Background: an optimization exercise with open tools, aiming at small area, a short achievable clock period and few clock cycles. Do not read the settings as production practice.
Only simulation tests tie the RTL to the original design; equivalence was not proved.
No activity file was given, so power comes from the tool's default toggle rates.

`design/flow/config.mk`:
```
export PLATFORM = sky130hd
export DESIGN_NAME = frer_rec
export DESIGN_NICKNAME = frer_rec
export VERILOG_FILES = /design/flow/design.v
export SDC_FILE = /design/flow/constraint.sdc
export NUM_CORES = 4
export LEC_CHECK = 0
export CAP_MARGIN = 20
export CORE_MARGIN = 2
export CORE_UTILIZATION = 40
export SLEW_MARGIN = 20
```
`design/flow/constraint.sdc`:
```
create_clock -name core_clock -period 15.0 [get_ports {clk}]
set_input_delay 3.0000 -clock core_clock [delete_from_list [all_inputs] [get_ports {clk}]]
set_output_delay 3.0000 -clock core_clock [all_outputs]
set_load 0.01 [all_outputs]
```
`design/flow/design.v`:
```
module frer_rec (
    input             clk,
    input             rst,
    input             in_valid,
    output reg        in_ready,
    input      [2:0]  in_op,
    input      [1:0]  in_flow,
    input             in_tagged,
    input      [15:0] in_seq,
    input      [31:0] in_now,
    input      [3:0]  in_addr,
    input      [31:0] in_data,
    output reg        out_valid,
    input             out_ready,
    output reg        out_pass,
    output reg [31:0] out_data
);
    localparam OP_FRAME  = 3'd0;
    localparam OP_SWEEP  = 3'd1;
    localparam OP_RRESET = 3'd2;
    localparam OP_PWRITE = 3'd3;
    localparam OP_READ   = 3'd4;
    localparam [2:0] V_PASS    = 3'd0;
    localparam [2:0] V_DUP     = 3'd1;
    localparam [2:0] V_ROGUE   = 3'd2;
    localparam [2:0] V_TL_PASS = 3'd3;
    localparam [2:0] V_TL_DROP = 3'd4;
    localparam [2:0] V_NO_FLOW = 3'd5;
    wire accept = in_valid && in_ready;
    function msb32(input [31:0] a, input [31:0] b, input [31:0] c, input cin, input cin2);
        reg [31:0] x, y, g, p, gn, pn;
        integer st, k;
        begin
            x = a ^ b ^ c;
            y = {(a[30:0] & b[30:0]) | (a[30:0] & c[30:0]) | (b[30:0] & c[30:0]), cin};
            g = x & y;
            p = x ^ y;
            g[0] = g[0] | (p[0] & cin2);
            for (st = 1; st < 32; st = st * 2) begin
                gn = g;
                pn = p;
                for (k = st; k < 32; k = k + 1) begin
                    gn[k] = g[k] | (p[k] & g[k-st]);
                    pn[k] = p[k] & p[k-st];
                end
                g = gn;
                p = pn;
            end
            msb32 = x[31] ^ y[31] ^ g[30];
        end
    endfunction
    function msb16(input [15:0] a, input [15:0] b, input [15:0] c, input cin, input cin2);
        reg [15:0] x, y, g, p, gn, pn;
        integer st, k;
        begin
            x = a ^ b ^ c;
            y = {(a[14:0] & b[14:0]) | (a[14:0] & c[14:0]) | (b[14:0] & c[14:0]), cin};
            g = x & y;
            p = x ^ y;
            g[0] = g[0] | (p[0] & cin2);
            for (st = 1; st < 16; st = st * 2) begin
                gn = g;
                pn = p;
                for (k = st; k < 16; k = k + 1) begin
                    gn[k] = g[k] | (p[k] & g[k-st]);
                    pn[k] = p[k] & p[k-st];
                end
                g = gn;
                p = pn;
            end
            msb16 = x[15] ^ y[15] ^ g[14];
        end
    endfunction
    reg        rst_q;
    reg        v1;
    reg [2:0]  op1;
    reg [1:0]  fl1;
    reg        tag1;
    reg [15:0] seq1;
    reg [31:0] now1;
    reg [3:0]  addr1;
    reg [31:0] data1;
    reg        byp;           
    always @(posedge clk) begin
        rst_q <= rst;
        v1    <= accept && !rst;
        op1   <= in_op;
        fl1   <= in_flow;
        tag1  <= in_tagged;
        seq1  <= in_seq;
        now1  <= in_now;
        addr1 <= in_addr;
        data1 <= in_data;
        byp   <= v1 && !rst && in_flow == fl1;
    end
    reg [6:0]  sg_hlen;
    reg        sg_alg, sg_tns, sg_len;
    reg [15:0] sg_rms;
    reg [15:0] sg_lediff;
    reg [2:0]  sg_paths;
    reg [15:0] sg_leper;
    reg [7:0]  sg_lerst;
    reg        sg_ok0, sg_ok1, sg_ok2;    
    reg        p_valid   [0:3];
    reg [6:0]  p_hlen    [0:3];
    reg        p_alg     [0:3];
    reg        p_tns     [0:3];
    reg        p_len     [0:3];
    reg [25:0] p_rlim    [0:3];
    reg [15:0] p_lediff  [0:3];
    reg [2:0]  p_paths   [0:3];
    reg [25:0] p_plim    [0:3];
    reg [7:0]  p_lerst   [0:3];
    reg        s_take    [0:3];
    reg [15:0] s_rcv     [0:3];
    reg [63:0] s_hist    [0:3];
    reg [31:0] s_pass_us [0:3];
    reg [31:0] s_le_acc  [0:3];
    reg [31:0] s_le_t_us [0:3];
    reg [7:0]  s_le_tests[0:3];
    reg        s_latent  [0:3];
    reg        v2;
    reg [3:0]  sel2;          
    reg [1:0]  fl2;
    reg [15:0] seq2;
    reg [31:0] now2;
    reg        x_tframe, x_uframe, x_sweep, x_rreset, x_commit, x_read, x_cread, x_frame;
    reg        x_valid, x_alg, x_tns, x_len;
    reg [2:0]  x_paths;
    reg [7:0]  x_lerst_m1;
    reg [15:0] x_lediff;
    reg [6:0]  x_hlen;
    reg [3:0]  x_addr;
    reg [1:0]  x_to;          
    reg [1:0]  x_td;          
    reg [1:0]  x_rogue, x_dle0, x_dzero, x_done;
    reg [5:0]  x_nd0, x_nd1;  
    reg [5:0]  x_dd0, x_dd1;  
    reg [5:0]  x_k0, x_k1;    
    reg        sel_rcv, sel_pass, sel_let;
    reg [31:0] x_rdp;         
    reg        S_take;
    reg [63:0] S_hist;
    reg [31:0] S_acc;
    reg [7:0]  S_tests;
    reg        S_latent;
    reg        n_take;
    reg [63:0] n_hist;
    reg [31:0] n_acc;
    reg [7:0]  n_tests;
    reg        n_latent;
    wire       nx_rcv, nx_pass, nx_let;    
    wire        t_valid   = p_valid[fl1];
    wire [6:0]  t_hlen    = p_hlen[fl1];
    wire        t_alg     = p_alg[fl1];
    wire        t_tns     = p_tns[fl1];
    wire        t_len     = p_len[fl1];
    wire [25:0] t_rlim    = p_rlim[fl1];
    wire [15:0] t_lediff  = p_lediff[fl1];
    wire [2:0]  t_paths   = p_paths[fl1];
    wire [25:0] t_plim    = p_plim[fl1];
    wire [7:0]  t_lerst   = p_lerst[fl1];
    wire        t_take    = s_take[fl1];
    wire [15:0] t_rcv     = s_rcv[fl1];
    wire [63:0] t_hist    = s_hist[fl1];
    wire [31:0] t_pass_us = s_pass_us[fl1];
    wire [31:0] t_acc     = s_le_acc[fl1];
    wire [31:0] t_le_t    = s_le_t_us[fl1];
    wire [7:0]  t_tests   = s_le_tests[fl1];
    wire        t_latent  = s_latent[fl1];
    wire p_frame  = op1 == OP_FRAME;
    wire p_sweep  = op1 == OP_SWEEP;
    wire p_rreset = op1 == OP_RRESET;
    wire p_pwrite = op1 == OP_PWRITE;
    wire p_read   = op1 == OP_READ;
    always @(posedge clk) begin
        if (rst_q || (v1 && p_pwrite && addr1[1:0] == 2'd0)) begin
            sg_hlen    <= rst_q ? 7'd0 : data1[6:0];
            sg_alg     <= !rst_q && data1[11];
            sg_tns     <= !rst_q && data1[13];
            sg_len     <= !rst_q && data1[14];
            sg_rms     <= rst_q ? 16'd0 : data1[31:16];
            sg_ok0     <= !rst_q && data1[10:0] >= 11'd2 && data1[10:0] <= 11'd64 && data1[31:16] != 16'd0;
        end
        if (rst_q || (v1 && p_pwrite && addr1[1:0] == 2'd1)) begin
            sg_lediff  <= rst_q ? 16'd0 : data1[15:0];
            sg_paths   <= rst_q ? 3'd0 : data1[18:16];
            sg_ok1     <= !rst_q && data1[18:16] != 3'd0;
        end
        if (rst_q || (v1 && p_pwrite && addr1[1:0] == 2'd2)) begin
            sg_leper   <= rst_q ? 16'd0 : data1[15:0];
            sg_lerst   <= rst_q ? 8'd0 : data1[23:16];
            sg_ok2     <= !rst_q && data1[15:0] != 16'd0 && data1[23:16] != 8'd0;
        end
    end
    wire commit_ok = sg_ok0 && (!sg_len || (sg_ok1 && sg_ok2));
    wire p_commit  = p_pwrite && addr1[1:0] == 2'd3 && commit_ok;
    wire [25:0] sg_rlim = {sg_rms, 10'd0} - {6'd0, sg_rms, 4'd0} - {7'd0, sg_rms, 3'd0};
    wire [25:0] sg_plim = {sg_leper, 10'd0} - {6'd0, sg_leper, 4'd0} - {7'd0, sg_leper, 3'd0};
    integer i;
    always @(posedge clk) begin
        for (i = 0; i < 4; i = i + 1) begin
            if (rst_q || (v1 && p_commit && fl1 == i)) begin
                p_valid[i]  <= !rst_q;
                p_hlen[i]   <= rst_q ? 7'd0 : sg_hlen;
                p_alg[i]    <= !rst_q && sg_alg;
                p_tns[i]    <= !rst_q && sg_tns;
                p_len[i]    <= !rst_q && sg_len;
                p_rlim[i]   <= rst_q ? 26'd0 : sg_rlim;
                p_lediff[i] <= rst_q ? 16'd0 : sg_lediff;
                p_paths[i]  <= rst_q ? 3'd0 : sg_paths;
                p_plim[i]   <= rst_q ? 26'd0 : sg_plim;
                p_lerst[i]  <= rst_q ? 8'd0 : sg_lerst;
            end
        end
    end
    wire [31:0] nrl  = ~{6'd0, t_rlim};
    wire [31:0] npl  = ~{6'd0, t_plim};
    wire        sp0  = msb32(now1, ~t_pass_us, 32'd0, 1'b1, 1'b0);
    wire        sq0  = msb32(now1, ~t_pass_us, nrl, 1'b1, 1'b0);
    wire        sp1  = msb32(now1, ~now2, 32'd0, 1'b1, 1'b0);
    wire        sq1  = msb32(now1, ~now2, nrl, 1'b1, 1'b0);
    wire        tp0  = msb32(now1, ~t_le_t, 32'd0, 1'b1, 1'b0);
    wire        tq0  = msb32(now1, ~t_le_t, npl, 1'b1, 1'b1);
    wire        tq1  = msb32(now1, ~now2, npl, 1'b1, 1'b1);
    wire [15:0] d0  = seq1 - t_rcv;
    wire [15:0] n0  = t_rcv - seq1;
    wire [15:0] d1  = seq1 - seq2;
    wire [15:0] n1  = seq2 - seq1;
    wire [15:0] nh  = ~{9'd0, t_hlen};
    wire [15:0] seq1_m1 = seq1 - 16'd1;
    wire        d0_neg  = msb16(seq1, ~t_rcv, 16'd0, 1'b1, 1'b0);
    wire        d0_ge   = !msb16(seq1, ~t_rcv, nh, 1'b1, 1'b1);
    wire        n0_ge   = !msb16(t_rcv, ~seq1, nh, 1'b1, 1'b1);
    wire        d0_zero = seq1 == t_rcv;
    wire        d0_one  = seq1_m1 == t_rcv;
    wire [15:0] f_rcv    = (byp && x_commit) ? 16'd0 : (byp && nx_rcv) ? seq2 : t_rcv;
    wire [31:0] f_passus = (byp && x_commit) ? 32'd0 : (byp && nx_pass) ? now2 : t_pass_us;
    wire [31:0] f_let    = (byp && nx_let) ? now2 : t_le_t;
    reg  [31:0] rd_p;
    always @* begin
        case (addr1[2:0])
            3'd1:    rd_p = {16'd0, f_rcv};
            3'd3:    rd_p = f_passus;
            default: rd_p = f_let;
        endcase
    end
    always @(posedge clk) begin
        v2       <= v1 && !rst;
        sel2     <= {fl1 == 2'd3, fl1 == 2'd2, fl1 == 2'd1, fl1 == 2'd0} & {4{v1 && !rst}};
        fl2      <= fl1;
        seq2     <= seq1;
        now2     <= now1;
        x_addr   <= addr1;
        x_frame  <= p_frame;
        x_tframe <= p_frame && tag1 && t_valid;
        x_uframe <= p_frame && !tag1 && t_valid;
        x_sweep  <= p_sweep && t_valid;
        x_rreset <= p_rreset && t_valid;
        x_commit <= p_commit;
        x_read   <= p_read;
        x_cread  <= p_read && addr1 <= 4'd8;
        x_valid  <= t_valid;
        x_alg    <= t_alg;
        x_tns    <= t_tns;
        x_len    <= t_len;
        x_paths  <= t_paths;
        x_lerst_m1 <= t_lerst - 8'd1;
        x_lediff <= t_lediff;
        x_hlen   <= t_hlen;
        x_rdp    <= rd_p;
        x_to     <= {!sp1 && !sq1, !sp0 && !sq0};
        x_td     <= {!sp1 && !tq1, !tp0 && !tq0};
        x_rogue  <= {d1[15] ? (n1 >= {9'd0, t_hlen}) : (d1 >= {9'd0, t_hlen}),
                     d0_neg ? n0_ge : d0_ge};
        x_dzero  <= {d1 == 16'd0, d0_zero};
        x_dle0   <= {d1[15] || d1 == 16'd0, d0_neg || d0_zero};
        x_done   <= {d1 == 16'd1, d0_one};
        x_nd0    <= n0[5:0];
        x_nd1    <= n1[5:0];
        x_dd0    <= d0[5:0];
        x_dd1    <= d1[5:0];
        x_k0     <= t_hlen[5:0] - d0[5:0];
        x_k1     <= t_hlen[5:0] - d1[5:0];
        sel_rcv  <= byp && nx_rcv;
        sel_pass <= byp && nx_pass;
        sel_let  <= byp && nx_let;
        S_take    <= byp ? n_take    : t_take;
        S_hist    <= byp ? n_hist    : t_hist;
        S_acc     <= byp ? n_acc     : t_acc;
        S_tests   <= byp ? n_tests   : t_tests;
        S_latent  <= byp ? n_latent  : t_latent;
    end
    wire        do_steps  = x_tframe || x_sweep;
    wire        timed_out = !S_take && (sel_pass ? x_to[1] : x_to[0]);
    wire        test_due  = x_len && (sel_let ? x_td[1] : x_td[0]);
    wire        take0     = S_take || timed_out;
    wire        rogue     = sel_rcv ? x_rogue[1] : x_rogue[0];
    wire        d_zero    = sel_rcv ? x_dzero[1] : x_dzero[0];
    wire        d_le0     = sel_rcv ? x_dle0[1]  : x_dle0[0];
    wire        d_one     = sel_rcv ? x_done[1]  : x_done[0];
    wire [5:0]  nd        = sel_rcv ? x_nd1 : x_nd0;
    wire [5:0]  dd        = sel_rcv ? x_dd1 : x_dd0;
    wire [5:0]  kk        = sel_rcv ? x_k1  : x_k0;
    wire [63:0] win;          
    wire [63:0] from_k;       
    wire [8:0]  wa_lt, wa_eq;     
    wire [7:0]  wb_lt;            
    wire [7:0]  ka_gt, ka_eq;     
    wire [7:0]  kb_ge;            
    genvar gj, ga, gb;
    generate
        for (ga = 0; ga < 9; ga = ga + 1) begin : g_wa
            assign wa_lt[ga] = ga < x_hlen[6:3];
            assign wa_eq[ga] = ga == x_hlen[6:3];
        end
        for (gb = 0; gb < 8; gb = gb + 1) begin : g_wb
            assign wb_lt[gb] = gb < x_hlen[2:0];
            assign kb_ge[gb] = gb >= kk[2:0];
            assign ka_gt[gb] = gb > kk[5:3];
            assign ka_eq[gb] = gb == kk[5:3];
        end
        for (gj = 0; gj < 64; gj = gj + 1) begin : g_win
            assign win[gj]    = wa_lt[gj/8] || (wa_eq[gj/8] && wb_lt[gj%8]);
            assign from_k[gj] = ka_gt[gj/8] || (ka_eq[gj/8] && kb_ge[gj%8]);
        end
    endgenerate
    wire        hbit0   = S_hist[x_nd0];
    wire [63:0] hsh1    = S_hist >> x_nd1;
    wire        hbit1   = hsh1[0];
    wire        hbit    = sel_rcv ? hbit1 : hbit0;
    wire        v_dup   = d_le0 && hbit;
    wire [63:0] h_shift = ((S_hist << dd) & win) | 64'd1;
    wire [63:0] h_leave = ~S_hist & win & from_k;
    wire f_pass  = take0 || (x_alg ? !d_zero : (!rogue && !v_dup));
    wire f_dup   = !take0 && (x_alg ? d_zero : (!rogue && v_dup));
    wire f_rogue = !take0 && !x_alg && rogue;
    wire f_adv   = take0 || x_alg || !d_le0;
    wire f_ooo   = !take0 && (x_alg ? (!d_zero && !d_one)
                                    : (!rogue && (d_le0 ? !v_dup : !d_one)));
    wire f_lost  = !take0 && !x_alg && !rogue && !d_le0;
    wire        acc_neg  = S_acc[31];
    wire [31:0] acc_plus = S_acc + {16'd0, x_lediff};
    wire        acc_over = acc_neg ? acc_plus[31] : (S_acc > {16'd0, x_lediff});
    wire        le_test  = do_steps && test_due;
    wire        le_wrap  = le_test && S_tests == x_lerst_m1;
    wire [31:0] acc_p    = S_acc + {29'd0, x_paths};
    wire [31:0] acc_m    = S_acc - 32'd1;
    wire [31:0] sat_p    = (!acc_neg && acc_p[31]) ? 32'h7FFF_FFFF : acc_p;
    wire [31:0] sat_m    = (S_acc[31:1] == 31'h4000_0000) ? 32'h8000_0001 : acc_m;
    wire        acc_step = x_tframe && x_len && !f_rogue;
    assign nx_rcv  = x_tframe && f_pass && f_adv;
    assign nx_pass = x_tframe && f_pass;
    assign nx_let  = le_test || x_commit;
    wire h_zero  = x_commit || x_rreset || (do_steps && timed_out);
    wire h_win   = !x_commit && x_tframe && !x_alg && take0;
    wire h_set   = !x_commit && x_tframe && !x_alg && !take0 && !rogue && d_le0 && !hbit;
    wire h_shft  = !x_commit && x_tframe && !x_alg && !take0 && !rogue && !d_le0;
    wire h_keep  = !h_zero && !h_win && !h_shft;       
    wire [63:0] nd_bit = 64'd1 << nd;
    always @* begin
        n_hist = ({64{h_win}}  & win) |
                 ({64{h_shft}} & h_shift) |
                 ({64{h_keep}} & S_hist) |
                 ({64{h_set}}  & nd_bit);
    end
    wire a_pass  = !x_commit && acc_step && f_pass;
    wire a_dup   = !x_commit && acc_step && !f_pass;
    wire a_p     = a_pass && !le_wrap;
    wire a_m     = a_dup && !le_wrap;
    wire a_pw    = a_pass && le_wrap;
    wire a_mw    = a_dup && le_wrap;
    wire a_keep  = !x_commit && !acc_step && !le_wrap;
    always @* begin
        n_acc = ({32{a_p}}    & sat_p) |
                ({32{a_m}}    & sat_m) |
                ({32{a_pw}}   & {29'd0, x_paths}) |
                {32{a_mw}} |
                ({32{a_keep}} & S_acc);
    end
    always @* begin
        n_take    = S_take;
        n_tests   = S_tests;
        n_latent  = S_latent;
        if (le_test) begin
            n_tests = S_tests + 8'd1;
            if (acc_over) n_latent = 1'b1;
        end
        if (le_wrap) begin
            n_tests  = 8'd0;
            n_latent = 1'b0;
        end
        if (x_rreset || (do_steps && timed_out))
            n_take = 1'b1;
        if (x_tframe)
            n_take = 1'b0;
        if (x_commit) begin
            n_take    = 1'b1;
            n_tests   = 8'd0;
            n_latent  = 1'b0;
        end
    end
    integer w;
    always @(posedge clk) begin
        for (w = 0; w < 4; w = w + 1) begin
            if (rst_q || sel2[w]) begin
                s_take[w]     <= !rst_q && n_take;
                s_hist[w]     <= rst_q ? 64'd0 : n_hist;
                s_le_acc[w]   <= rst_q ? 32'd0 : n_acc;
                s_le_tests[w] <= rst_q ? 8'd0 : n_tests;
                s_latent[w]   <= !rst_q && n_latent;
            end
            if (rst_q || (sel2[w] && (nx_rcv || x_commit)))
                s_rcv[w]     <= (rst_q || x_commit) ? 16'd0 : seq2;
            if (rst_q || (sel2[w] && (nx_pass || x_commit)))
                s_pass_us[w] <= (rst_q || x_commit) ? 32'd0 : now2;
            if (rst_q || (sel2[w] && nx_let))
                s_le_t_us[w] <= rst_q ? 32'd0 : now2;
        end
    end
    wire       flag_r = do_steps && timed_out;
    wire       flag_l = le_test && acc_over;
    reg  [2:0] verdict;
    always @* begin
        if (!x_valid)       verdict = V_NO_FLOW;
        else if (x_uframe)  verdict = x_tns ? V_TL_PASS : V_TL_DROP;
        else if (f_rogue)   verdict = V_ROGUE;
        else if (f_dup)     verdict = V_DUP;
        else                verdict = V_PASS;
    end
    reg [31:0] rd_state;
    always @* begin
        case (x_addr[2:0])
            3'd1:    rd_state = {x_valid, S_take, S_latent, 13'd0, x_rdp[15:0]};
            3'd2:    rd_state = S_acc;
            3'd5:    rd_state = {24'd0, S_tests};
            3'd6:    rd_state = S_hist[31:0];
            3'd7:    rd_state = S_hist[63:32];
            default: rd_state = x_rdp;
        endcase
    end
    reg [31:0] res2;
    always @* begin
        if (x_frame)             res2 = {27'd0, flag_l, flag_r, verdict};
        else if (x_sweep)        res2 = {27'd0, flag_l, flag_r, 3'd0};
        else if (x_commit)       res2 = 32'd1;
        else if (x_read)         res2 = rd_state;
        else                     res2 = 32'd0;
    end
    reg        v3;
    reg [3:0]  sel3;          
    reg [1:0]  fl3;
    reg        cread3;
    reg [3:0]  addr3;
    reg        pass3;
    reg [31:0] data3;
    reg        clr3;
    reg [7:0]  inc3;          
    reg        lost3;
    reg [6:0]  lq1s, lq1c, lq2s, lq2c, lq6, lq7;    
    function [3:0] pop8(input [7:0] v);
        reg s1, c1, s2, c2, s3, c3, c4, t, c5, c6;
        begin
            s1 = v[0] ^ v[1] ^ v[2];
            c1 = (v[0] & v[1]) | (v[0] & v[2]) | (v[1] & v[2]);
            s2 = v[3] ^ v[4] ^ v[5];
            c2 = (v[3] & v[4]) | (v[3] & v[5]) | (v[4] & v[5]);
            s3 = v[6] ^ v[7];
            c3 = v[6] & v[7];
            pop8[0] = s1 ^ s2 ^ s3;
            c4 = (s1 & s2) | (s1 & s3) | (s2 & s3);
            t  = c1 ^ c2 ^ c3;
            c5 = (c1 & c2) | (c1 & c3) | (c2 & c3);
            pop8[1] = t ^ c4;
            c6 = t & c4;
            pop8[2] = c5 ^ c6;
            pop8[3] = c5 & c6;
        end
    endfunction
    function [13:0] csa7(input [6:0] a, input [6:0] b, input [6:0] c);
        begin
            csa7[6:0]  = a ^ b ^ c;
            csa7[13:7] = {(a[5:0] & b[5:0]) | (a[5:0] & c[5:0]) | (b[5:0] & c[5:0]), 1'b0};
        end
    endfunction
    wire [6:0]  lp0 = {3'd0, pop8(h_leave[7:0])},   lp1 = {3'd0, pop8(h_leave[15:8])};
    wire [6:0]  lp2 = {3'd0, pop8(h_leave[23:16])}, lp3 = {3'd0, pop8(h_leave[31:24])};
    wire [6:0]  lp4 = {3'd0, pop8(h_leave[39:32])}, lp5 = {3'd0, pop8(h_leave[47:40])};
    wire [6:0]  lp6 = {3'd0, pop8(h_leave[55:48])}, lp7 = {3'd0, pop8(h_leave[63:56])};
    wire [13:0] lx1 = csa7(lp0, lp1, lp2);
    wire [13:0] lx2 = csa7(lp3, lp4, lp5);
    always @(posedge clk) begin
        v3     <= v2 && !rst;
        sel3   <= sel2 & {4{!rst}};
        fl3    <= fl2;
        cread3 <= x_cread;
        addr3  <= x_addr;
        pass3  <= (x_tframe && f_pass) || (x_uframe && x_tns);
        data3  <= res2;
        clr3   <= x_commit;
        inc3   <= {(x_tframe && f_pass) || (x_uframe && x_tns),
                   x_tframe && f_dup,
                   x_tframe && f_ooo,
                   x_tframe && f_rogue,
                   x_uframe,
                   x_rreset || (do_steps && timed_out),
                   le_test && acc_over,
                   le_wrap};
        lost3  <= x_tframe && f_lost;
        lq1s   <= lx1[6:0];
        lq1c   <= lx1[13:7];
        lq2s   <= lx2[6:0];
        lq2c   <= lx2[13:7];
        lq6    <= lp6;
        lq7    <= lp7;
    end
    reg [31:0] c_passed  [0:3];
    reg [31:0] c_disc    [0:3];
    reg [31:0] c_ooo     [0:3];
    reg [31:0] c_rogue   [0:3];
    reg [31:0] c_lost    [0:3];
    reg [31:0] c_tagless [0:3];
    reg [31:0] c_resets  [0:3];
    reg [31:0] c_lat_err [0:3];
    reg [31:0] c_lat_rst [0:3];
    wire [31:0] cf_passed  = c_passed[fl3];
    wire [31:0] cf_disc    = c_disc[fl3];
    wire [31:0] cf_ooo     = c_ooo[fl3];
    wire [31:0] cf_rogue   = c_rogue[fl3];
    wire [31:0] cf_lost    = c_lost[fl3];
    wire [31:0] cf_tagless = c_tagless[fl3];
    wire [31:0] cf_resets  = c_resets[fl3];
    wire [31:0] cf_lat_err = c_lat_err[fl3];
    wire [31:0] cf_lat_rst = c_lat_rst[fl3];
    wire [13:0] lc3 = csa7(lq1s, lq1c, lq2s);
    wire [13:0] lc4 = csa7(lq2c, lq6, lq7);
    wire [13:0] lc5 = csa7(lc3[6:0], lc3[13:7], lc4[6:0]);
    wire [13:0] lc6 = csa7(lc5[6:0], lc5[13:7], lc4[13:7]);
    wire [6:0]  lost_s = lost3 ? lc6[6:0]  : 7'd0;
    wire [6:0]  lost_c = lost3 ? lc6[13:7] : 7'd0;
    function [31:0] lost_next(input [31:0] c, input [6:0] s, input [6:0] k);
        reg [8:0]  lo;
        reg [24:0] hi1;
        begin
            lo  = {2'd0, c[6:0]} + {2'd0, s} + {2'd0, k};
            hi1 = c[31:7] + 25'd1;
            lost_next = {lo[7] ? hi1 : c[31:7], lo[6:0]};
        end
    endfunction
    integer l;
    always @(posedge clk) begin
        for (l = 0; l < 4; l = l + 1) begin
            if (rst_q || (sel3[l] && clr3))
                c_lost[l] <= 32'd0;
            else if (sel3[l])
                c_lost[l] <= lost_next(c_lost[l], lost_s, lost_c);
        end
    end
    wire        c_clr = rst_q || clr3;
    wire [31:0] nc_passed  = c_clr ? 32'd0 : cf_passed  + {31'd0, inc3[7]};
    wire [31:0] nc_disc    = c_clr ? 32'd0 : cf_disc    + {31'd0, inc3[6]};
    wire [31:0] nc_ooo     = c_clr ? 32'd0 : cf_ooo     + {31'd0, inc3[5]};
    wire [31:0] nc_rogue   = c_clr ? 32'd0 : cf_rogue   + {31'd0, inc3[4]};
    wire [31:0] nc_tagless = c_clr ? 32'd0 : cf_tagless + {31'd0, inc3[3]};
    wire [31:0] nc_resets  = c_clr ? 32'd0 : cf_resets  + {31'd0, inc3[2]};
    wire [31:0] nc_lat_err = c_clr ? 32'd0 : cf_lat_err + {31'd0, inc3[1]};
    wire [31:0] nc_lat_rst = c_clr ? 32'd0 : cf_lat_rst + {31'd0, inc3[0]};
    integer j;
    always @(posedge clk) begin
        for (j = 0; j < 4; j = j + 1) begin
            if (rst_q || sel3[j]) begin
                c_passed[j]  <= nc_passed;
                c_disc[j]    <= nc_disc;
                c_ooo[j]     <= nc_ooo;
                c_rogue[j]   <= nc_rogue;
                c_tagless[j] <= nc_tagless;
                c_resets[j]  <= nc_resets;
                c_lat_err[j] <= nc_lat_err;
                c_lat_rst[j] <= nc_lat_rst;
            end
        end
    end
    reg [31:0] rd_cnt;
    always @* begin
        case (addr3)
            4'd0:    rd_cnt = cf_passed;
            4'd1:    rd_cnt = cf_disc;
            4'd2:    rd_cnt = cf_ooo;
            4'd3:    rd_cnt = cf_rogue;
            4'd4:    rd_cnt = cf_lost;
            4'd5:    rd_cnt = cf_tagless;
            4'd6:    rd_cnt = cf_resets;
            4'd7:    rd_cnt = cf_lat_err;
            default: rd_cnt = cf_lat_rst;
        endcase
    end
    wire [32:0] res3 = {pass3, cread3 ? rd_cnt : data3};
    reg [32:0] q0, q1, q2, q3;
    reg [1:0]  q_rd, q_wr;
    reg [2:0]  q_n;
    reg [2:0]  tok;                   
    wire q_empty = q_n == 3'd0;
    wire popR    = !q_empty;
    wire pushR   = v3 && !q_empty;
    wire popN    = !out_valid && !q_empty;
    wire pushN   = v3 && !(!out_valid && q_empty);
    wire [2:0] qnR = q_n + {2'd0, pushR} - {2'd0, popR};
    wire [2:0] qnN = q_n + {2'd0, pushN} - {2'd0, popN};
    wire q_push  = out_ready ? pushR : pushN;
    wire q_pop   = out_ready ? popR : popN;
    wire out_free = out_ready || !out_valid;
    wire out_load = !q_empty || v3;
    reg [32:0] q_head;
    always @* begin
        case (q_rd)
            2'd0: q_head = q0;
            2'd1: q_head = q1;
            2'd2: q_head = q2;
            default: q_head = q3;
        endcase
    end
    wire [32:0] out_next = q_empty ? res3 : q_head;
    wire [2:0] tok_p = tok + 3'd1;
    wire [2:0] tok_m = tok - 3'd1;
    wire       acc_r = in_valid && in_ready;
    wire       dlv_r = out_valid && out_ready;
    wire [2:0] tok_n = (acc_r == dlv_r) ? tok : acc_r ? tok_p : tok_m;
    wire       rdy_n = (acc_r == dlv_r) ? (tok < 3'd5) : acc_r ? (tok_p < 3'd5) : (tok_m < 3'd5);
    always @(posedge clk) begin
        if (rst) begin
            out_valid <= 1'b0;
            q_rd      <= 2'd0;
            q_wr      <= 2'd0;
            q_n       <= 3'd0;
            tok       <= 3'd0;
            in_ready  <= 1'b1;
        end else begin
            tok      <= tok_n;
            in_ready <= rdy_n;
            if (out_free) out_valid <= out_load;
            if (q_push) q_wr <= q_wr + 2'd1;
            if (q_pop)  q_rd <= q_rd + 2'd1;
            q_n <= out_ready ? qnR : qnN;
        end
        if (out_free && out_load) {out_pass, out_data} <= out_next;
        if (v3 && q_wr == 2'd0) q0 <= res3;
        if (v3 && q_wr == 2'd1) q1 <= res3;
        if (v3 && q_wr == 2'd2) q2 <= res3;
        if (v3 && q_wr == 2'd3) q3 <= res3;
    end
endmodule
```
`design/flow/flow/run.sh`:
```
#!/bin/bash
# The standard layout (standard.sh), with two changes passed to ORFS
# through the environment: timing repair aims for extra setup slack
# (flow/margin.txt, ns) and clock tree synthesis takes the options in
# flow/cts_args.txt. make's full output goes to make_finish.log; ORFS
# keeps each step's own log under orfs/logs.
set -euo pipefail
export SETUP_SLACK_MARGIN="$(cat flow/margin.txt)"
if [[ -s flow/cts_args.txt ]]; then
  export CTS_ARGS="$(cat flow/cts_args.txt)"
fi
bash standard.sh > make_finish.log 2>&1
```
`design/flow/flow/cts_args.txt`:
```
-sink_clustering_enable -repair_clock_nets -dont_use_dummy_load -buf_list sky130_fd_sc_hd__clkbuf_8 -sink_clustering_size 14 -sink_clustering_max_diameter 60
```
`design/flow/flow/margin.txt`:
```
10.6
```
`design/flow/standard.sh`:
```
#!/bin/bash
# synth_recipe.tcl (not shown) runs the flow's synth.tcl, then flattens the netlist and writes it again
# the make line also repeats each setting of config.mk as NAME=value (left out here)
make -C /OpenROAD-flow-scripts/flow DESIGN_CONFIG=/design/flow/config.mk WORK_HOME=/design/flow/orfs CLKGATE_MAP_FILE= SYNTH_SCRIPT=/design/flow/synth_recipe.tcl "${@:-finish}"
```
==> flow_summary.yaml <==
hold_path:
  hold_path_class: "register to register"
outcome:
  status: "no timing/DRC/antenna violations"
yosys:
  synth_area_sq_um: 144000
  synth_warnings: 28
  yosysUniqueCellTypes: 98
  ys.flop_type: "edfxtp_1"
  synth_nets: 11700
  syn-instance-count: 10700
  synth_area_per_cell_sq_um: 13.4
  yosysTopAreaCell: "edfxtp_1"
  synth_async_sr_flop_share: 0
  yosys-top-cells-count: "2,341 x edfxtp_1, 996 x nor2_1, 632 x ha_1"
  synth_edf_count: 2341
  synth_top_area_share: 0.488
  synth-seq-cells: 2944
  synth.most_common_cell: "edfxtp_1"
  synth_area_leaders: "edfxtp_1 49%, mux4_2 9.6%, dfxtp_1 8.4%"
  synth_seq_area_share: 0.571
sta:
  max_freq_mhz: 208
  finalCritPeriodShare: 0.321
  clock_skew_ns: 0.166
  worst_pin_slew_ns: 1.26
  whs_ns: 0.316
  fin_ws_ns: 10.18
  maxSlewViolCount: 0
  rsz0062_at_grt: "true"
  max_slew_margin: 0.158
  post-route-min-period_ns: 4.82
  finalSetupViolCount: 0
  final_hold_viol_count: 0
  fin_setup_tns_ns: 0
clocking:
  clkSinkCount: 2944
  cts_buffers: 294
  cts.hold.buffers_added: 0
  cts_tree: "built"
  clk-insertion-delay-late_ns: 1.10
  cts_buffer_depth: 4
  path_clk_slew_ns: 0.09
  root_buffer: "clkbuf_8"
  cts_max_level: 5
setup_path:
  worstSetupEndpointType: "register"
  critical_path.max_fanout: 6
  crit_arrival_ns: 5.78
  worstSetupPathType: "register to register"
  worstPathRequired_ns: 15.96
  cp-start-kind: "register"
route:
  wl_per_cell_um: 30.3
  drt_iter0_drc: 10300
  firstDrtPassIters: 6
  routed_wl_um: 479000
  antenna_left: 0
  viasPerCell: 5.96
  drc_errors: 0
  dr_total_vias: 94300
layout:
  nNetsFinal: 11900
  drive_above_1_share: 0.155
  fin_area_sq_um: 159000
  area_delta_synth_final_pct: 10.1
floorplanning:
  die_h_um: 604
  die_area_sq_um: 365000
  num_io_pins: 129
  start_util: 0.402
  coreArea_sq_um: 359000
  fp.dieW_um: 604
  rows: 220
placed_design:
  hpwl_um: 332000
  portBuffers: 128
  placed_area_sq_um: 151000
  dp_slack_ns: 8.77
  gp_congestion: 0.989
global_routing:
  grt_pass1_wl_um: 679000
  grt_max_degree: 127
  antenna_found_initial: 36
  grt_pass1_vias: 93700
  overflow: 0
  track_usage: 0.256
pwr:
  power_density_nw_per_um2: 124
  finalPower_w: 0.0196
  p_leak_nw: 59.0
  peakVddDrop_mv: 0.114
flow_run:
  drv_cap: 0
==> critical path, stage by stage (launching register included) <==
cell and delay (ns):
dfxtp_2 0.33, inv_2 0.03, fa_1 0.54, inv_2 0.04, fa_1 0.49, inv_2 0.04, fa_2 0.55, nor2b_4 0.06
buf_6 0.11, fa_2 0.56, fa_2 0.22, a21o_1 0.13, a21oi_2 0.07, nor2b_1 0.12, o21a_1 0.19, o21a_4 0.15
nand4_1 0.14, nor3_2 0.30, nand4_1 0.14, buf_6 0.16, or3_4 0.32, a21oi_2 0.12
==> power breakdown <==
part,internal (W),switching (W),total [W]
Clock,0.00174,0.00263,0.00438
Combinational,0.00187,0.00330,0.00517
Sequential,0.00967,0.000421,0.0101
Total,0.0133,0.00635,0.0196
==> logic make-up after synthesis <==
family                   count (synthesis)  synth area share
AO/OA/AOI/OAI                         1761            0.0797
XOR/XNOR                               465            0.0282
adder cells (fa/ha/maj)                835            0.0830
buffers and inverters                 1165            0.0333
flip-flops                            2944             0.571
multiplexers                           915             0.118
AND/OR/NAND/NOR                       2664            0.0860
==> placed cells by master (no fill, tap or decap), types with 262 or more instances in the layout <==
| cell type | n |
|---|---|
| o21ai_0 | 372 |
| edfxtp_1 | 2341 |
| mux4_2 | 615 |
| nor2_1 | 959 |
| ha_1 | 623 |
| dfxtp_1 | 580 |
| buf_4 | 262 |
| clkbuf_8 | 294 |
| a21oi_1 | 474 |
| inv_1 | 608 |
| nand2_1 | 592 |
==> repair_timing <==
action,CTS,global route
pin swaps,68,78
setup endpoints to repair,1646,469
resized for setup,384,143
gates cloned,11,9
setup buffers,64,63
==> registers in the layout, indices dropped and copies added (netlist names), 64 cells and up <==
| signal | count |
|---|---|
| s_le_t_us | 128 |
| c_tagless | 128 |
| c_resets | 128 |
| c_disc | 128 |
| s_rcv | 64 |
| s_hist | 256 |
| p_lediff | 64 |
| s_le_acc | 128 |
| S_hist | 64 |
| s_pass_us | 128 |
| p_plim | 92 |
| c_rogue | 128 |
| c_lost | 128 |
| c_lat_err | 128 |
| c_lat_rst | 128 |
| c_passed | 128 |
| p_rlim | 92 |
| c_ooo | 128 |
==> worst paths after layout <==
check        startpoint             to  depth (start not counted)  slack, ns
min reg2reg      fl2[0]         fl3[0]                          0       0.32
max reg2reg     lq1s[2]  c_lost[1][28]                         21      10.18
max             lq1s[2]  c_lost[1][28]                         21      10.18
min              fl2[0]         fl3[0]                          0       0.32
==> cell type report <==
cell class	instances	area, sq um
well taps	4773	5970
multi-input cells	6643	58700
repair buffers	497	5060
inverters	629	2380
clock buffers	294	4050
diodes	46	115
fillers	32200	200000
flip-flops and latches	2944	82400
==> metal layers <==
metal,up-vias,track usage,part of all wire
met4,18,0.119,0.052
li1,40600,-,-
met2,4232,0.407,0.46
met1,48600,0.340,0.40
met3,894,0.0469,0.083
met5,-,0,0.00026
==> stage by stage <==
stage                      util  cells
final                     0.442  15800
after global routing      0.442  15800
after CTS                 0.438  15700
after detailed placement  0.422  15300
after global placement    0.422  15300
after floorplan               -  10700
Testbench counts, summed over its fixed seeds: cycles 24,729.

re-timing with driven ports:
No port has a modelled driver above. Below, the same layout with a new extraction and two added sets of constraints.
Step 1: set_driving_cell puts a clkbuf_16 on clk and a buf_2 on each other input, an assumption about the parent block.
Step 2 adds t to the input delays and takes it off the output delays; t is the mean of the earliest and latest rising clock arrival at the registers after step 1. Input paths then give back, and output paths get back, about the clock's delay inside the block.
Slacks: ideal / step 1 / step 2; pairs: ideal / step 1.
shift t [ns]: 1.130
slack for setup (ns): 10.181 / 10.108 / 10.102
worst register clock-pin slew, ns: 0.10 / 0.10
worst slew at a driven data input, ns: 0.15
pins driven straight from the clock port: 1
After both steps setup and hold are still met in this run. For this run, drivers alone change the setup slack by -0.073 ns; drivers and shift together by -0.079 ns.
